What follows belongs to an exercise in optimizing a design on an open flow for small area, a short achievable clock period and few clock cycles; a production flow would make more cautious choices. Where RTL was checked, it was by simulation tests only, not by an equivalence proof against the original.

MS:
==> flow/design.v (excerpt) <==
module aes_core (
    input  wire         clk,
    input  wire         rst,
    input  wire         in_valid,
    output reg          in_ready,
    input  wire         in_aes256,
    input  wire [255:0] in_key,
    input  wire [127:0] in_block,
    output reg          out_valid,
    output reg  [127:0] out_block
);
    localparam integer W = 12;    
    reg  [4:0]   t;                 
    reg          m256;              
    reg          pair;              
    reg          b_cand;            
    reg  [127:0] s0;                
    reg  [16*W-1:0] s1;             
    reg  [127:0] kp, kq;
    reg          lda;               
    reg  [4*W-1:0]  ks;             
    wire [4:0] t_end  = m256 ? 5'd28 : 5'd20;           
    wire [4:0] t_endb = m256 ? 5'd31 : 5'd23;           
    wire       a_fin  = t == t_end;
    wire       b_fin  = pair & (t == t_endb);
    wire       done   = pair ? (t == t_endb) : a_fin;   
    wire [127:0] x = s0 ^ kp;
    wire [16*W-1:0] s1_d;
    genvar g;
    generate
        for (g = 0; g < 16; g = g + 1) begin : g_s1
            wire [7:0] ib = x[127-8*g -: 8];
            wire [W-1:0] m;
            wire [11:0] p;
            sbox_a u_a (.x(ib), .y(p));
            sbox_i u_i (.x(p), .y(m));
            assign s1_d[16*W-1-W*g -: W] = m;
        end
    endgenerate
    wire        rot = ~m256 | t[1];
    wire [31:0] rw  = rot ? {kp[23:0], kp[31:24]} : kp[31:0];
    wire [4*W-1:0] ks_d;
    generate
        for (g = 0; g < 4; g = g + 1) begin : g_k1
            wire [7:0] ib = rw[31-8*g -: 8];
            wire [W-1:0] m;
            wire [11:0] p;
            sbox_a u_a (.x(ib), .y(p));
            sbox_i u_i (.x(p), .y(m));
            assign ks_d[4*W-1-W*g -: W] = m;
        end
    endgenerate
    wire [127:0] sb;
    generate
        for (g = 0; g < 16; g = g + 1) begin : g_s2
            wire [W-1:0] m = s1[16*W-1-W*g -: W];
            wire [7:0] ob;
            wire [7:0] q;
            sbox_m u_m (.x(m), .y(q));
            sbox_c u_c (.x(q), .y(ob));
            assign sb[127-8*g -: 8] = ob;
        end
    endgenerate
    wire [127:0] shifted;
    generate
        for (g = 0; g < 16; g = g + 1) begin : g_shift
            localparam integer R = g % 4;
            localparam integer C = g / 4;
  ...
Size in the first run: about 6900 cells after synthesis, about 520 I/O pins, about 0.062 mm² of cells after synthesis.
make LEC_CHECK=0 CAP_MARGIN=30 CORE_MARGIN=2 CORE_UTILIZATION=50 SLEW_MARGIN=30 finish   # period 11.5 ns
run.sh (not shown) runs the stock make flow with config.mk's settings and CLKGATE_MAP_FILE= SYNTH_SCRIPT=/design/flow/synth_recipe.tcl, a recipe that flattens the netlist after the stock synthesis.
MS went all the way through the flow, and no timing, DRC or antenna check failed.
[inputs] PW vs MS
Settings: CORE_UTILIZATION now 60, was 50.
==> flow/flow/run.sh (new file) <==
#!/bin/bash
# The standard layout, with repair_timing asked for 8.5 ns of setup slack
# beyond the constraint.
bash standard.sh finish SETUP_SLACK_MARGIN=8.5 > standard.log 2>&1
==> flow/standard.sh (new file) <==
#!/bin/bash
# synth_recipe.tcl (not shown) runs the flow's synth.tcl, then flattens the netlist and writes it again
# the make line also repeats each setting of config.mk as NAME=value (left out here)
make -C /OpenROAD-flow-scripts/flow DESIGN_CONFIG=/design/flow/config.mk WORK_HOME=/design/flow/orfs CLKGATE_MAP_FILE= SYNTH_SCRIPT=/design/flow/synth_recipe.tcl "${@:-finish}"
removed: flow/run.sh
--- outcome ---
[compare] base=MS new=PW: starting density of the core increased by 10 points relative to the old numbers; cell area reported after detailed placement increased by about 3.4% relative to the old numbers; placer congestion estimate increased by 0.048 relative to the old numbers; worst setup timing slack at the placement stage increased by 0.27 ns relative to the old numbers. Placed cell count, PW and MS: lower on PW. Number of resized instances in the post-cts repair step was lower in MS than in PW. The post-CTS setup repair buffer count reported for PW is greater than that of MS by 907. PW did not finish: a tool error stopped it during 5_1_grt.
Function was not checked in any run of this note: the RTL went through the layout flow alone.

aes_core, a different RTL version from the one above (not shown whole).
For scale: about 520 I/O pins, roughly 0.064 sq mm of cells after synthesis.
==> flow/config.mk <==
export PLATFORM = sky130hd
export DESIGN_NAME = aes_core
export DESIGN_NICKNAME = aes_core
export VERILOG_FILES = /design/flow/design.v
export SDC_FILE = /design/flow/constraint.sdc
export NUM_CORES = 8
export LEC_CHECK = 0
export CAP_MARGIN = 30
export CORE_MARGIN = 2
export CORE_UTILIZATION = 50
export SLEW_MARGIN = 30
export TNS_END_PERCENT = 10
==> flow/constraint.sdc <==
create_clock -name core_clock -period 11.5 [get_ports {clk}]
set_input_delay 2.3000 -clock core_clock [delete_from_list [all_inputs] [get_ports {clk}]]
set_output_delay 2.3000 -clock core_clock [all_outputs]
set_load 0.01 [all_outputs]
standard.sh (not shown) runs the stock make flow with config.mk's settings and CLKGATE_MAP_FILE= SYNTH_SCRIPT=/design/flow/synth_recipe.tcl, a recipe that flattens the netlist after the stock synthesis.
==> flow/flow/run.sh <==
#!/bin/bash
# The standard layout (standard synthesis unchanged), with two changes to how
# it is made: repair_timing aims for 8.2 ns of setup slack beyond the
# constraint, and the port buffers are buf_2 cells.
bash standard.sh finish SETUP_SLACK_MARGIN=8.2 \
  "BUFFER_PORTS_ARGS=-buffer_cell sky130_fd_sc_hd__buf_2" > standard.log 2>&1
Testbench counts at the start, summed over its fixed seeds: cycles 66,868.
Edit:
==> flow/flow/run.sh (replaced) <==
#!/bin/bash
# Layout flow: the standard flow with three changes to how the layout is
# made (the design, constraints and checks are unchanged):
#  - synthesis is the standard flow's own synthesis script, except that ABC maps the
#    logic with flow/abc.script (area-oriented mapping, no buffering or
#    sizing: the placer's repair does that with real wire loads). Registers
#    are mapped before ABC runs, so they are the standard synthesis's.
#  - repair_timing aims for 8.2 ns of setup slack beyond the constraint;
#  - the port buffers are buf_2 cells.
set -e
here=$PWD
{
  echo 'proc abc {args} {'
  echo '  set i [lsearch -exact $args -script]'
  echo "  if {\$i >= 0} { lset args [expr {\$i + 1}] $here/flow/abc.script }"
  echo '  yosys abc {*}$args'
  echo '}'
  cat synth_recipe.tcl
} > my_synth.tcl
args=(SYNTH_SCRIPT=$here/my_synth.tcl SETUP_SLACK_MARGIN=8.2
      "BUFFER_PORTS_ARGS=-buffer_cell sky130_fd_sc_hd__buf_2")
bash standard.sh synth "${args[@]}" > synth.log 2>&1
bash standard.sh finish "${args[@]}" > standard.log 2>&1
==> flow/flow/abc.script (new file) <==
&get -n
&st
&dch
&nf -R 1000
&put
The new run completed with no timing, DRC or antenna violations.
Via count is lower by 5.4%.
Fmax is lower by 0.80%.
Non-clock buffer count is higher by 25.

aes_core, a different RTL version from the one above (not shown whole).
Size in the first run: about 6500 cells after synthesis, about 950 flip-flops.
Settings: LEC_CHECK=0, CAP_MARGIN=30, CORE_MARGIN=2, CORE_UTILIZATION=55, CTS_CLUSTER_DIAMETER=100, CTS_CLUSTER_SIZE=20, SLEW_MARGIN=30, TNS_END_PERCENT=10; clock period 11.5 ns.
==> flow/flow/run.sh <==
#!/bin/bash
# Layout flow: the standard flow with three changes to how the layout is
# made (the design, constraints and checks are unchanged):
#  - synthesis is the standard flow's own synthesis script, except that ABC maps the
#    logic with flow/abc.script (area-oriented mapping, no buffering or
#    sizing: the placer's repair does that with real wire loads). Registers
#    are mapped before ABC runs, so they are the standard synthesis's.
#  - repair_timing aims for 8.35 ns of setup slack beyond the constraint;
#  - the port buffers are buf_2 cells;
#  - clock tree buffers are at most 150 um apart.
set -e
here=$PWD
{
  echo 'proc abc {args} {'
  echo '  set i [lsearch -exact $args -script]'
  echo "  if {\$i >= 0} { lset args [expr {\$i + 1}] $here/flow/abc.script }"
  echo '  yosys abc {*}$args'
  echo '}'
  cat synth_recipe.tcl
} > my_synth.tcl
args=(SYNTH_SCRIPT=$here/my_synth.tcl SETUP_SLACK_MARGIN=8.35
      "BUFFER_PORTS_ARGS=-buffer_cell sky130_fd_sc_hd__buf_2"
      CTS_BUF_DISTANCE=150)
bash standard.sh synth "${args[@]}" > synth.log 2>&1
bash standard.sh finish "${args[@]}" > standard.log 2>&1
==> flow/flow/abc.script <==
&get -n
&st
&synch2
&dch
&nf -R 1000
&put
Testbench counts at the start, summed over its fixed seeds: cycles 66,868.
==> next run, changes <==
--- a/flow/flow/run.sh
+++ b/flow/flow/run.sh
@@ -9,2 +9 @@
-#  - the port buffers are buf_2 cells;
-#  - clock tree buffers are at most 150 um apart.
+#  - the port buffers are buf_2 cells.
@@ -22,2 +21 @@
-      "BUFFER_PORTS_ARGS=-buffer_cell sky130_fd_sc_hd__buf_2"
-      CTS_BUF_DISTANCE=150)
+      "BUFFER_PORTS_ARGS=-buffer_cell sky130_fd_sc_hd__buf_2")
==> flow/flow/abc.script (replaced) <==
&get -n
&st
&dch
&nf -R 1000
&put
Routed wire length went up by 0.95%; non-clock buffer count went up by 7; sequential cell count is unchanged; hold slack got worse by 0.0048 ns; global-route usage went down by 0.18 points.
==> next run, changes <==
==> flow/flow/run.sh (replaced) <==
#!/bin/bash
# The standard layout (standard synthesis unchanged), with two changes to how
# it is made: repair_timing aims for 8.2 ns of setup slack beyond the
# constraint, and the port buffers are buf_2 cells.
bash standard.sh finish SETUP_SLACK_MARGIN=8.2 \
  "BUFFER_PORTS_ARGS=-buffer_cell sky130_fd_sc_hd__buf_2" > standard.log 2>&1
removed: flow/flow/abc.script
- The changed run completed without violations
- synthesized cell count goes up by 2.4%
- setup slack is worse by 0.0037 ns
- die area goes up by 2.0%
- final area rose by 0.44%
- final cell count shrinks by 0.41%
- global-route usage increases by 1.6 points
- worst hold slack degrades by 0.0056 ns
- core utilization is lower by 0.82 points
==> next run, changes <==
--- a/flow/flow/run.sh
+++ b/flow/flow/run.sh
@@ -3 +3 @@
-# it is made: repair_timing aims for 8.2 ns of setup slack beyond the
+# it is made: repair_timing aims for 8.35 ns of setup slack beyond the
@@ -5 +5 @@
-bash standard.sh finish SETUP_SLACK_MARGIN=8.2 \
+bash standard.sh finish SETUP_SLACK_MARGIN=8.35 \
--- a/flow/config.mk
+++ b/flow/config.mk
@@ -10 +10 @@
-export CORE_UTILIZATION = 55
+export CORE_UTILIZATION = 65
After rerunning: Count of clock-buffer cells in the layout falls by 7. Worst setup slack improved by 0.013 ns. Cell count drops by 3.1%. Die area goes down by 15%. Core utilization rose by 11 points. Global-route usage goes up by 4.4 points.

[re-timing with driven ports]
The flow's constraints put no driver on any port. The routed layouts listed below were extracted and timed again, unchanged, in two steps. Step 1 sets driving cells, clkbuf_16 on the clock port and buf_2 on the other inputs (assumed; they add their load-dependent delay and slew). Step 2 times the ports against the registers' clock, not the clock port: input delays grow and output delays shrink by t, the midpoint of the rising clock arrivals with the driver on. Three values: no drivers, after step 1, after step 2; two values: the first two.
| run | t, ns | setup slack, ns | hold slack, ns | worst register clock-pin slew, ns |
|---|---|---|---|---|
| MS | 0.794 | 5.951 / 5.951 / 5.604 | 0.590 / 0.590 / 0.590 | 0.07 / 0.07 |
| the first run of note 2 | 0.824 | 7.941 / 7.861 / 7.322 | 0.414 / 0.414 / 0.414 | 0.07 / 0.07 |
| the second run of note 2 | 0.795 | 7.912 / 7.830 / 7.223 | 0.432 / 0.432 / 0.432 | 0.07 / 0.07 |
| the first run of note 3 | 0.724 | 7.982 / 7.909 / 7.580 | 0.465 / 0.465 / 0.465 | 0.10 / 0.10 |
| the second run of note 3 | 0.764 | 7.982 / 7.905 / 7.638 | 0.461 / 0.461 / 0.461 | 0.10 / 0.10 |
| the third run of note 3 | 0.770 | 7.978 / 7.901 / 7.805 | 0.455 / 0.455 / 0.455 | 0.10 / 0.10 |
| the fourth run of note 3 | 0.762 | 7.991 / 7.914 / 7.915 | 0.471 / 0.471 / 0.471 | 0.10 / 0.10 |
After both steps setup and hold are still met in every run listed. The setup slack of the second run of note 2, which loses most, moves by -0.082 ns with the drivers and by -0.689 ns with both steps.
